This design comes from an exercise in tuning for small area, a short achievable clock period and few clock cycles per item on the open sky130 flow, not from production work.
At most, simulation tests tie the RTL to the original design; equivalence was not proved.
For run 2, only the layout was checked, not whether the RTL still works.

## flow/design.v (module list and top-level ports; edited modules follow where they fit)
// module loop_pv: 1349 lines
// module bk_add: 41 lines
// module bk_add2: 40 lines
module loop_pv (
    input  wire         clk,
    input  wire         rst,
    input  wire [511:0] coef_c,
    input  wire [79:0]  coef_s,
    input  wire [1:0]   bq_en,
    input  wire [30:0]  ilim,
    input  wire [31:0]  fe_max,
    input  wire         start,
    input  wire         pos_en,
    input  wire [63:0]  p_set,      
    input  wire [63:0]  pos_fb,     
    input  wire [63:0]  v_set,      
    input  wire [63:0]  a_set,      
    input  wire [31:0]  v_fb,       
    output reg          ready,
    output reg          done,
    output reg  [31:0]  ep,
    output reg  [31:0]  vref,
    output wire [31:0]  iqref,
    output reg          sat,
    output reg          sat_evt,
    output reg          fe
);
  // ...
==> flow/run.sh <==
#!/bin/bash
# synth_recipe.tcl (not shown) runs the flow's synth.tcl, then flattens the netlist and writes it again
# the make line also repeats each setting of config.mk as NAME=value (left out here)
make -C /OpenROAD-flow-scripts/flow DESIGN_CONFIG=/design/flow/config.mk WORK_HOME=/design/flow/orfs CLKGATE_MAP_FILE= SYNTH_SCRIPT=/design/flow/synth_recipe.tcl finish
==> flow/config.mk <==
export PLATFORM = sky130hd
export DESIGN_NAME = loop_pv
export DESIGN_NICKNAME = loop_pv
export VERILOG_FILES = /design/flow/design.v
export SDC_FILE = /design/flow/constraint.sdc
export NUM_CORES = 4
export LEC_CHECK = 0
export ABC_AREA = 1
export CAP_MARGIN = 20
export CORE_MARGIN = 2
export CORE_UTILIZATION = 40
export SLEW_MARGIN = 20
==> flow/constraint.sdc <==
create_clock -name core_clock -period 50.0 [get_ports {clk}]
set_input_delay 10.0000 -clock core_clock [delete_from_list [all_inputs] [get_ports {clk}]]
set_output_delay 10.0000 -clock core_clock [all_outputs]
set_load 0.01 [all_outputs]
==> flow_summary.ini, run 1 <==
[setup_path]
reg2reg_depth = 57
cp_max_fo = 32
startpoint_type = register
crit_arrival_ns = 15.98
worstSetupEndpoint = prod[61]$_DFF_P_
cp_num_buf_inv = 10

[grt]
antenna_found_initial = 82
grt_max_degree = 156
use_met2 = 0.551

[clock_tree]
numCtsBuffers = 113
cts.reportedPaths.clkPinSlew_ns = 0.06
htreeDepth = 3
clock-sinks = 1001

[floorplan]
ioPinCount = 1050
die_h_um = 463
fp.dieW_um = 463

[layout]
multi_input_area_mm2 = 0.0529
nets = 13300
top_regs = acc (65), i_int (65), prod (65)
clockBufferCount = 147

[timing]
hold_viol = 0
post-route-min-period_ns = 15.33
worst_hold_slack_ns = 0.325

[yosys]
yosys-top-cells-area = dfxtp_1, fa_1, edfxtp_1, ha_1, inv_1
synth_xor_area_frac = 0.0860
synth-simple-area-share = 0.130
synth_adder_area_share = 0.201

[outcome]
status = timing/DRC/antenna clean

[placement]
port_buffers = 983
dpl_cell_area_mm2 = 0.0964

[routing]
wl_per_cell_um = 27.2

[hold_path]
worst_hold_path_type = register to register
hold_end = ms2[3]$_DFF_P_
Testbench counts, summed over its fixed seeds: cycles 84,798, items 8,000.
==> module bk_add2, before the edit <==
module bk_add2 #(parameter N = 64) (
    input  wire [N-1:0] a,
    input  wire [N-1:0] b,
    output wire [N-1:0] s0,
    output wire [N-1:0] s1
);
    localparam L = (N < 2) ? 1 : (N < 4) ? 2 : (N < 8) ? 3 : (N < 16) ? 4 :
                   (N < 32) ? 5 : (N < 64) ? 6 : 7;       
    wire [N:0] g [0:2*L];
    wire [N:0] p [0:2*L];
    assign g[0] = {a & b, 1'b0};
    assign p[0] = {a ^ b, 1'b1};
    genvar l, i;
    generate
        for (l = 0; l < L; l = l + 1) begin : up
            for (i = 0; i <= N; i = i + 1) begin : n
                if ((i % (2 << l)) == (2 << l) - 1) begin : c
                    assign g[l+1][i] = g[l][i] | (p[l][i] & g[l][i - (1 << l)]);
                    assign p[l+1][i] = p[l][i] & p[l][i - (1 << l)];
                end else begin : k
                    assign g[l+1][i] = g[l][i];
                    assign p[l+1][i] = p[l][i];
                end
            end
        end
        for (l = L - 2; l >= 0; l = l - 1) begin : dn
            for (i = 0; i <= N; i = i + 1) begin : n
                if ((i % (2 << l)) == (1 << l) - 1 && i >= (3 << l) - 1) begin : c
                    assign g[2*L-1-l][i] = g[2*L-2-l][i] | (p[2*L-2-l][i] & g[2*L-2-l][i - (1 << l)]);
                    assign p[2*L-1-l][i] = p[2*L-2-l][i] & p[2*L-2-l][i - (1 << l)];
                end else begin : k
                    assign g[2*L-1-l][i] = g[2*L-2-l][i];
                    assign p[2*L-1-l][i] = p[2*L-2-l][i];
                end
            end
        end
    endgenerate
    assign s0 = p[0][N:1] ^ g[2*L-1][N-1:0];
    assign s1 = p[0][N:1] ^ (g[2*L-1][N-1:0] | p[2*L-1][N-1:0]);
endmodule
==> inputs of run 2 (changes only) <==
--- a/flow/design.v
+++ b/flow/design.v
@@ -47,21 +47,22 @@
     reg         opb;          
     reg         cv;           
     reg         pe;           
     reg  [1:0]  bqe;          
     reg         z_aff;        
     reg         z_aw;         
     reg  [63:0] pr;           
     reg  [63:0] fr;           
-    reg  [28:0] vsr;          
-    reg  [32:0] acr;          
+    reg  [31:0] vsv;          
+    reg  [32:0] acv;          
     reg  [31:0] vfb;
-    reg  [32:0] acs_h;        
+    reg  signed [31:0] acs_h;     
     reg  signed [31:0] ep_c;  
+    reg         i_ok, vc_ok, q0_ok, q1_ok;
     reg  signed [64:0] i_int;     
     reg  signed [31:0] vcorr;
     reg  signed [31:0] x1_0, x2_0, y1_0, y2_0;
     reg  signed [31:0] x1_1, x2_1, y1_1, y2_1;
     reg  signed [64:0] acc;       
     reg  signed [31:0] vr;        
     reg  signed [31:0] u;         
     reg  [30:0] ilim_r;
@@ -79,52 +80,58 @@
                                (ep_w[40] ? MIN32 : MAX32);
     wire [32:0] ep_abs;
     bk_add #(33) a_epabs (.a({33{ep_c[31]}} ^ {ep_c[31], ep_c}), .b(33'd0), .ci(ep_c[31]),
                           .s(ep_abs), .co());
     wire [32:0] fe_d;
     bk_add #(33) a_fe (.a({1'b0, fe_max}), .b(~ep_abs), .ci(1'b1), .s(fe_d), .co());
     wire fe_n = (fe_max != 32'd0) && fe_d[32];       
     wire [28:0] vs_w;
-    bk_add #(29) a_vs (.a({vsr[28], vsr[28:1]}), .b(29'd0), .ci(vsr[0]), .s(vs_w), .co());
-    wire signed [31:0] vs = {{3{vs_w[28]}}, vs_w};
+    bk_add #(29) a_vs (.a({vsv[28], vsv[28:1]}), .b(29'd0), .ci(vsv[0]), .s(vs_w), .co());
+    wire [31:0] vs_cv = {{3{vs_w[28]}}, vs_w};
     wire [32:0] acs_w;
-    bk_add #(33) a_acs (.a({acs_h[32], acs_h[32:1]}), .b(33'd0), .ci(acs_h[0]), .s(acs_w), .co());
-    wire signed [31:0] acs = (acs_w[32] == acs_w[31]) ? acs_w[31:0] :
-                             (acs_w[32] ? MIN32 : MAX32);
-    wire [32:0] ev_w;
-    bk_add #(33) a_ev (.a({vr[31], vr}), .b(~{vfb[31], vfb}), .ci(1'b1), .s(ev_w), .co());
+    bk_add #(33) a_acs (.a({acv[32], acv[32:1]}), .b(33'd0), .ci(acv[0]), .s(acs_w), .co());
+    wire [31:0] acs_cv = (acs_w[32] == acs_w[31]) ? acs_w[31:0] :
+                         (acs_w[32] ? MIN32 : MAX32);
+    wire [32:0] ev_w = {vr[31], vr} - {vfb[31], vfb};
     wire signed [31:0] ev = (ev_w[32] == ev_w[31]) ? ev_w[31:0] :
                             (ev_w[32] ? MIN32 : MAX32);
     wire [31:0] nilim;                                    
     bk_add #(32) a_nil (.a(~{1'b0, ilim_r}), .b(32'd0), .ci(1'b1), .s(nilim), .co());
-    wire [32:0] d_hi;                                     
-    bk_add #(33) a_dhi (.a({2'b00, ilim_r}), .b(~{u[31], u}), .ci(1'b1), .s(d_hi), .co());
-    wire [32:0] e_lo, d_lo;                               
-    bk_add2 #(33) a_dlo (.a({nilim[31], nilim}), .b(~{u[31], u}), .s0(e_lo), .s1(d_lo));
+    wire [32:0] d_hi = {2'b00, ilim_r} - {u[31], u};      
+    wire [32:0] d_lo = {nilim[31], nilim} - {u[31], u};   
+    wire [32:0] e_lo = {u[31], u} + {2'b00, ilim_r};      
     wire        c_hi = d_hi[32];                          
-    wire        c_lo = !e_lo[32];                         
+    wire        c_lo = e_lo[32];                          
     wire [32:0] aw_x = c_hi ? d_hi : c_lo ? d_lo : 33'd0;
     wire [31:0] iq   = c_hi ? {1'b0, ilim_r} : c_lo ? nilim : u;
+    wire signed [31:0] x1_0r = q0_ok ? x1_0 : 32'sd0;
+    wire signed [31:0] x2_0r = q0_ok ? x2_0 : 32'sd0;
+    wire signed [31:0] y1_0r = q0_ok ? y1_0 : 32'sd0;
+    wire signed [31:0] y2_0r = q0_ok ? y2_0 : 32'sd0;
+    wire signed [31:0] x1_1r = q1_ok ? x1_1 : 32'sd0;
+    wire signed [31:0] x2_1r = q1_ok ? x2_1 : 32'sd0;
+    wire signed [31:0] y1_1r = q1_ok ? y1_1 : 32'sd0;
+    wire signed [31:0] y2_1r = q1_ok ? y2_1 : 32'sd0;
     reg  signed [32:0] mx;
     always @* begin
         case (t)
             T_POS:         mx = {ep_c[31], ep_c};
-            T_VFF:         mx = {vs[31], vs};
+            T_VFF:         mx = {vsv[31], vsv};
             T_KIV, T_KPV:  mx = {ev[31], ev};
-            T_AFF:         mx = {acs[31], acs};
+            T_AFF:         mx = {acs_h[31], acs_h};
             T_AW:          mx = aw_x;
-            5'd7:          mx = {x1_0[31], x1_0};
-            5'd8:          mx = {x2_0[31], x2_0};
-            5'd9:          mx = {y1_0[31], y1_0};
-            5'd10:         mx = {y2_0[31], y2_0};
-            5'd12:         mx = {x1_1[31], x1_1};
-            5'd13:         mx = {x2_1[31], x2_1};
-            5'd14:         mx = {y1_1[31], y1_1};
-            5'd15:         mx = {y2_1[31], y2_1};
+            5'd7:          mx = {x1_0r[31], x1_0r};
+            5'd8:          mx = {x2_0r[31], x2_0r};
+            5'd9:          mx = {y1_0r[31], y1_0r};
+            5'd10:         mx = {y2_0r[31], y2_0r};
+            5'd12:         mx = {x1_1r[31], x1_1r};
+            5'd13:         mx = {x2_1r[31], x2_1r};
+            5'd14:         mx = {y1_1r[31], y1_1r};
+            5'd15:         mx = {y2_1r[31], y2_1r};
             default:       mx = {u[31], u};            
         endcase
     end
     wire [32:0] bm_ae = {mc, 1'b0};
     wire [33:0] bm_bx = {mx[32], mx};
     wire bm_one0 = bm_ae[1] ^ bm_ae[0];
     wire bm_two0 = (bm_ae[2] & ~bm_ae[1] & ~bm_ae[0]) | (~bm_ae[2] & bm_ae[1] & bm_ae[0]);
     wire bm_neg0 = bm_ae[2];
@@ -1191,37 +1198,37 @@
         same[0] = 1'b1;
         for (j = 1; j <= 16; j = j + 1)
             same[j] = same[j-1] && (prod[64-j] == prod[64]);
     end
     wire        [4:0]  s1   = {1'b0, ms2[3:0]} + 5'd1;
     wire               w_ovf = !ms2[4] && !same[s1];
     wire signed [63:0] tsat = w_ovf ? (prod[64] ? MIN64 : MAX64) : w[79:16];
     wire               rbit = w[15];
-    wire signed [63:0] i_int_s = (i_int[64] == i_int[63]) ? i_int[63:0] : (i_int[64] ? MIN64 : MAX64);
+    wire signed [63:0] i_int_s = !i_ok ? 64'sd0 :
+                                 (i_int[64] == i_int[63]) ? i_int[63:0] : (i_int[64] ? MIN64 : MAX64);
     wire signed [63:0] acc_s   = (acc[64] == acc[63]) ? acc[63:0] : (acc[64] ? MIN64 : MAX64);
-    reg  signed [63:0] base;
-    reg                neg;
-    always @* begin
-        neg = 1'b0;
-        case (t2)
-            T_POS:                 base = 64'sd0;
-            T_VFF:                 base = {{16{vcorr[31]}}, vcorr, 16'd0};
-            T_KIV, T_KPV, T_AW:    base = i_int_s;
-            5'd6, 5'd11:           base = 64'sd0;           
-            5'd9, 5'd10, 5'd14, 5'd15: begin base = acc_s; neg = 1'b1; end
-            default:               base = acc_s;
-        endcase
-    end
+    wire signed [31:0] vcorr_r = vc_ok ? vcorr : 32'sd0;
+    reg  b_vc, b_ii, b_acc, neg;
+    reg  w_acc, w_uy;         
+    wire signed [63:0] base = ({64{b_vc}}  & {{16{vcorr_r[31]}}, vcorr_r, 16'd0}) |
+                              ({64{b_ii}}  & i_int_s) |
+                              ({64{b_acc}} & acc_s);
     wire        [63:0] opnd = neg ? ~tsat : tsat;
     wire               cin  = neg ? ~rbit : rbit;
     wire        [64:0] sum;                                
     bk_add #(65) a_sum (.a({base[63], base}), .b({opnd[63], opnd}), .ci(cin), .s(sum), .co());
-    wire        [49:0] y_w;
-    bk_add #(50) a_y (.a({sum[64], sum[64:16]}), .b(50'd0), .ci(sum[15]), .s(y_w), .co());
+    wire        [65:0] ya  = {{2{base[63]}}, base};
+    wire        [65:0] yb  = {{2{opnd[63]}}, opnd};
+    wire        [65:0] ys  = ya ^ yb ^ 66'h8000;
+    wire        [65:0] yc  = {(ya[64:0] & yb[64:0]) |
+                              ((ya[64:0] | yb[64:0]) & 65'h8000), 1'b0};
+    wire        [65:0] y_f;
+    bk_add #(66) a_y (.a(ys), .b(yc), .ci(cin), .s(y_f), .co());
+    wire        [49:0] y_w  = y_f[65:16];
     wire signed [31:0] y_n  = (y_w[49:31] == {19{y_w[49]}}) ? y_w[31:0] :
                               (y_w[49] ? MIN32 : MAX32);
     wire u_busy   = (t == T_AFF) || (t == 5'd10) || (t == 5'd15) ||     
                     (t == T_KPV && z_aff);
     wire front_ok = (fs == F_POS) || (fs == F_VFF);
     reg  back_ok;
     always @* begin
         case (bs)
@@ -1266,74 +1273,91 @@
         ms     <= coef_s[5*ci_n +: 5];
         ilim_r <= ilim;
         bqe    <= bq_en;
         z_aff  <= (coef_c[5*32 +: 32] == 32'd0);
         z_aw   <= (coef_c[4*32 +: 32] == 32'd0);
         prod   <= prod_n;
         ms2    <= ms;
         t2     <= t;
+        b_vc   <= (t == T_VFF);
+        b_ii   <= (t == T_KIV) || (t == T_KPV) || (t == T_AW);
+        b_acc  <= (t == T_AFF) || (t == 5'd7) || (t == 5'd8) || (t == 5'd9) || (t == 5'd10) ||
+                  (t == 5'd12) || (t == 5'd13) || (t == 5'd14) || (t == 5'd15);
+        neg    <= (t == 5'd9) || (t == 5'd10) || (t == 5'd14) || (t == 5'd15);
+        w_acc  <= (t == T_KPV) || (t == T_AFF) || (t >= 5'd6 && t <= 5'd15);
+        w_uy   <= (t == T_AFF) || (t == T_KPV && z_aff) || (t == 5'd10) || (t == 5'd15);
         pr <= p_set;
         fr <= pos_fb;
+        if (cv) begin
+            ep_c <= ep_cv;
+            vsv  <= vs_cv;
+            acv  <= {1'b0, acs_cv};
+        end else if (!opb || t == T_KPV) begin
+            vsv <= {3'd0, v_set[63:35]};
+            acv <= a_set[63:31];
+        end
         if (!opb || t == T_KPV) begin
-            vsr <= v_set[63:35];
-            acr <= a_set[63:31];
             vfb <= v_fb;
             pe  <= pos_en;
         end
-        if (cv) ep_c <= ep_cv;
         if (t == T_KPV) begin
-            acs_h <= acr;
+            acs_h <= acv[31:0];
             vref  <= vr;
             if (pe) begin
                 ep <= ep_c;
                 fe <= fe_n;
             end
         end
         case (t2)
-            T_POS:  vcorr <= y_n;
+            T_POS: begin
+                vcorr <= y_n;
+                vc_ok <= 1'b1;
+            end
             T_VFF:  vr    <= y_n;
-            T_KIV:  i_int <= sum;
+            T_KIV: begin
+                i_int <= sum;
+                i_ok  <= 1'b1;
+            end
             T_AW: begin
                 i_int   <= sum;
+                i_ok    <= 1'b1;
                 u       <= iq;
                 sat     <= c_hi || c_lo;
                 sat_evt <= (c_hi || c_lo) && !sat;
             end
-            T_NOP: ;
-            default: begin
-                acc <= sum;
-                if (t2 == T_AFF || (t2 == T_KPV && z_aff) || q_end) u <= y_n;
-            end
+            default: ;
         endcase
+        if (w_acc) acc <= sum;
+        if (w_uy)  u   <= y_n;
         if (t2 == 5'd10) begin
-            x2_0 <= x1_0;  x1_0 <= u;  y2_0 <= y1_0;  y1_0 <= y_n;
+            x2_0 <= x1_0r;  x1_0 <= u;  y2_0 <= y1_0r;  y1_0 <= y_n;  q0_ok <= 1'b1;
         end
         if (t2 == 5'd15) begin
-            x2_1 <= x1_1;  x1_1 <= u;  y2_1 <= y1_1;  y1_1 <= y_n;
+            x2_1 <= x1_1r;  x1_1 <= u;  y2_1 <= y1_1r;  y1_1 <= y_n;  q1_ok <= 1'b1;
         end
         if (rst) begin
             t       <= T_NOP;
             t2      <= T_NOP;
             bs      <= T_KIV;
             fs      <= F_NONE;
             opb     <= 1'b0;
             cv      <= 1'b0;
             ready   <= 1'b1;
             done    <= 1'b0;
             ep      <= 32'd0;
             vref    <= 32'd0;
             u       <= 32'sd0;
             sat     <= 1'b0;
             sat_evt <= 1'b0;
             fe      <= 1'b0;
-            i_int   <= 65'sd0;
-            vcorr   <= 32'sd0;
-            x1_0 <= 32'sd0;  x2_0 <= 32'sd0;  y1_0 <= 32'sd0;  y2_0 <= 32'sd0;
-            x1_1 <= 32'sd0;  x2_1 <= 32'sd0;  y1_1 <= 32'sd0;  y2_1 <= 32'sd0;
+            i_ok    <= 1'b0;
+            vc_ok   <= 1'b0;
+            q0_ok   <= 1'b0;
+            q1_ok   <= 1'b0;
         end else begin
             t     <= t_n;
             if (go_back) bs <= bs_n;
             opb   <= opb_n;
             cv    <= take;
             ready <= ready_n;
             done  <= (t2 == T_AW);
             if (take)
@@ -1387,17 +1411,19 @@
     endgenerate
     assign s  = p[0][N:1] ^ g[2*L-1][N-1:0];
     assign co = g[2*L-1][N];
 endmodule
 module bk_add2 #(parameter N = 64) (
     input  wire [N-1:0] a,
     input  wire [N-1:0] b,
     output wire [N-1:0] s0,
-    output wire [N-1:0] s1
+    output wire [N-1:0] s1,
+    output wire         co0,
+    output wire         co1
 );
     localparam L = (N < 2) ? 1 : (N < 4) ? 2 : (N < 8) ? 3 : (N < 16) ? 4 :
                    (N < 32) ? 5 : (N < 64) ? 6 : 7;       
     wire [N:0] g [0:2*L];
     wire [N:0] p [0:2*L];
     assign g[0] = {a & b, 1'b0};
     assign p[0] = {a ^ b, 1'b1};
     genvar l, i;
@@ -1422,9 +1448,11 @@
                     assign g[2*L-1-l][i] = g[2*L-2-l][i];
                     assign p[2*L-1-l][i] = p[2*L-2-l][i];
                 end
             end
         end
     endgenerate
     assign s0 = p[0][N:1] ^ g[2*L-1][N-1:0];
     assign s1 = p[0][N:1] ^ (g[2*L-1][N-1:0] | p[2*L-1][N-1:0]);
+    assign co0 = g[2*L-1][N];
+    assign co1 = g[2*L-1][N] | p[2*L-1][N];
 endmodule
==> run 2 against run 1 <==
Final cell count increased by 0.98%; fmax increased by 15%; design area increased by 4.2%; sequential share of layout area increased by 2.7 points; area after synthesis increased by 4.0%; count of clock-buffer cells in the layout decreased by 2; critical endpoint is now prod[62]$_DFF_P_.
==> flow_summary.ini, run 2 <==
[outcome]
status = timing/DRC/antenna clean

[yosys]
ys.warnings.count = 8
syn_avg_cell_area_um2 = 8.16
yosys.cell_count.top_type = nand2_1
yosysTopAreaCell = edfxtp_1
synth_top_flop_cell = edfxtp_1
yosys-top-cells-area = edfxtp_1, fa_1, dfxtp_1, nand2_1, ha_1
synth_edf_count = 609
synth_commonest_cells = nand2_1, inv_1, o21ai_0
syn_inst = 10700
synth_area_mm2 = 0.0875
yosys.cell_types.count = 72
ys_async_sr_fraction = 0
ys_ff_latch = 1011
synth_fp_nets = 12800
yosys.area.top_type_share = 0.209
ys_seq_area_frac = 0.301

[floorplan]
rows = 171
fp.dieW_um = 472
ioPinCount = 1050
fp.dieArea_mm2 = 0.223
start_util = 0.403
core_mm2 = 0.217
die_h_um = 472

[grt]
grt_pass1_wl_mm = 575
grt_max_degree = 163
grt_pass1_vias = 81900
antenna_found_initial = 81
grt.overflow.total = 0
grtUsageTotal = 0.355

[setup_path]
worst_path_most_repeated_cell = nand2_1
required_ns = 50.65
cp_max_fo = 17
crit_path_max_incr_delay_ns = 1.00
crit_arrival_ns = 14.05
startpoint_type = register
cp_slowest_cell = o311ai_0
reg2reg_depth = 53
path_class = register to register
cp-end-kind = register

[clock_tree]
htreeDepth = 3
tritoncts = yes
clock-root-buffer = clkbuf_16
cts.reportedPaths.clkPinSlew_ns = 0.06
clock-sinks = 1011
clock_latency_ns = 0.82
clockBufferDepth = 3
cts_hold_buf = 0
numCtsBuffers = 117
cts_resized = 0
cts_setup_buffers = 0

[layout]
regArea_mm2 = 0.0264
nFillCells = 21200
nets = 13500
top_regs = acc (65), i_int (65), prod (65)
final_common_cell = nand2_1
layout_common_cells = nand2_1, inv_1, clkdlybuf4s50_1
syn2layout_area_growth_pct = 19.5
final_cells = 14400
drive_gt1_frac = 0.0484
multi_input_area_mm2 = 0.0536

[timing]
fin_setup_tns_ns = 0
fin_crit_sh = 0.268
skew_ns = 0.0582
relSlewSlack = 0.107
tightestPinTransition_ns = 1.33
post-route-min-period_ns = 13.39
fmax_ghz = 0.0747
setup_viol = 0
hold_viol = 0
final-max-slew-violation-count = 0
rsz0062_at_grt = false

[routing]
vias = 83200
drtPass1Iterations = 8
wl_per_cell_um = 28.2
drc_errors = 0
drtIter0Drc = 9652
viasPerCell = 5.76
ant_nets = 0
routed_wl_mm = 407

[placement]
dp_hpwl_mm = 309
place_congestion = 1.07
port_buffers = 983
place_inst = 14200

[hold_path]
worst_hold_path_type = register to register
worstHoldPathCells = 0

[job]
maxCapViolations = 0
run 2: cell types whose count changed in the layout (fill, tap and decap cells not counted), moves of 89 or more:
cell and delta:
nor2_1 -165, dfxtp_1 -352, nand3_1 +167, o22ai_1 -118
a21oi_1 -158, xor2_1 +89, edfxtp_1 +352, inv_1 -130
o21ai_0 -222, nand2_1 +685
run 2: worst paths after layout:
| path | startpoint | endpoint | slack (ns) |
|---|---|---|---|
| worst max-delay path | ilim_r[1]$_DFF_P_ | prod[62]$_DFF_P_ | 36.61 |
| worst max register to register | ilim_r[1]$_DFF_P_ | prod[62]$_DFF_P_ | 36.61 |
| worst min register to register | ms[2]$_DFF_P_ | ms2[2]$_DFF_P_ | 0.33 |
| worst min-delay path | ms[2]$_DFF_P_ | ms2[2]$_DFF_P_ | 0.33 |
run 2: logic make-up after synthesis:
logic type | synth area share
buffers and inverters | 0.0898
muxes | 0.00789
xor gates and xnor gates | 0.0850
adders and majority gates | 0.209
and+or+nand+nor | 0.155
AOI/OAI and AO/OA | 0.152
DFF | 0.301
run 2: cell type report:
| type | instances | area share |
|---|---|---|
| Multi-Input combinational cell | 7653 | 0.512 |
| Timing Repair Buffer | 1189 | 0.109 |
| Tap cell | 2854 | 0.0341 |
| Inverter | 1460 | 0.0525 |
| Sequential cell | 1011 | 0.252 |
| Antenna cell | 46 | 0.00110 |
| Clock buffer | 145 | 0.0302 |
| Clock inverter | 77 | 0.00815 |
run 2: layer usage:
| layer | up-vias | GRT usage | share of wire |
|---|---|---|---|
| li1 | 37000 | - | - |
| met1 | 40300 | 0.441 | 0.38 |
| met2 | 4811 | 0.558 | 0.45 |
| met3 | 1074 | 0.0895 | 0.10 |
| met4 | 20 | 0.209 | 0.066 |
| met5 | - | 0 | 0.00035 |
run 2: through the flow:
stage	util	instance area [um^2]	hold slack (ns)	setup WS [ns]
after floorplan	-	87500	0.310	36.35
after detailed placement	0.462	100000	0.323	37.04
after global routing	0.481	105000	0.340	36.01
final	0.481	105000	0.332	36.61
after global placement	0.462	100000	0.315	37.06
after CTS	0.480	104000	0.336	36.96
run 2: worst max-delay path, delay by kind of cell (launching register included):
kind,cells,cell delay (ns)
buffers and inverters,8,1.46
AOI/OAI and AO/OA,6,2.10
adders and majority gates,9,3.85
and+or+nand+nor,26,4.68
xor gates and xnor gates,4,0.72
DFF,1,0.36

==> what the ideal ports hide <==
Ports are ideal in the flow. The routed layouts listed here were re-timed in OpenROAD. Step 1 (the two cells are an assumption about what drives the block):
set clk [get_ports {clk}]
set_driving_cell -lib_cell sky130_fd_sc_hd__clkbuf_16 $clk
set_driving_cell -lib_cell sky130_fd_sc_hd__buf_2 [delete_from_list [all_inputs] $clk]
Step 2 times the ports against the registers' clock, not the clock port: input delays grow and output delays shrink by t, the midpoint of the rising clock arrivals with the driver on. a / b / c = no drivers / after step 1 / after step 2; a / b = the first two.
run	shift t [ns]	setup WS [ns]	hold slack, ns
run 1	0.844	34.666 / 34.666 / 34.666	0.325 / 0.325 / 0.325
run 2	0.893	36.609 / 36.609 / 36.609	0.332 / 0.332 / 0.332
After both steps setup and hold are still met in every run listed.
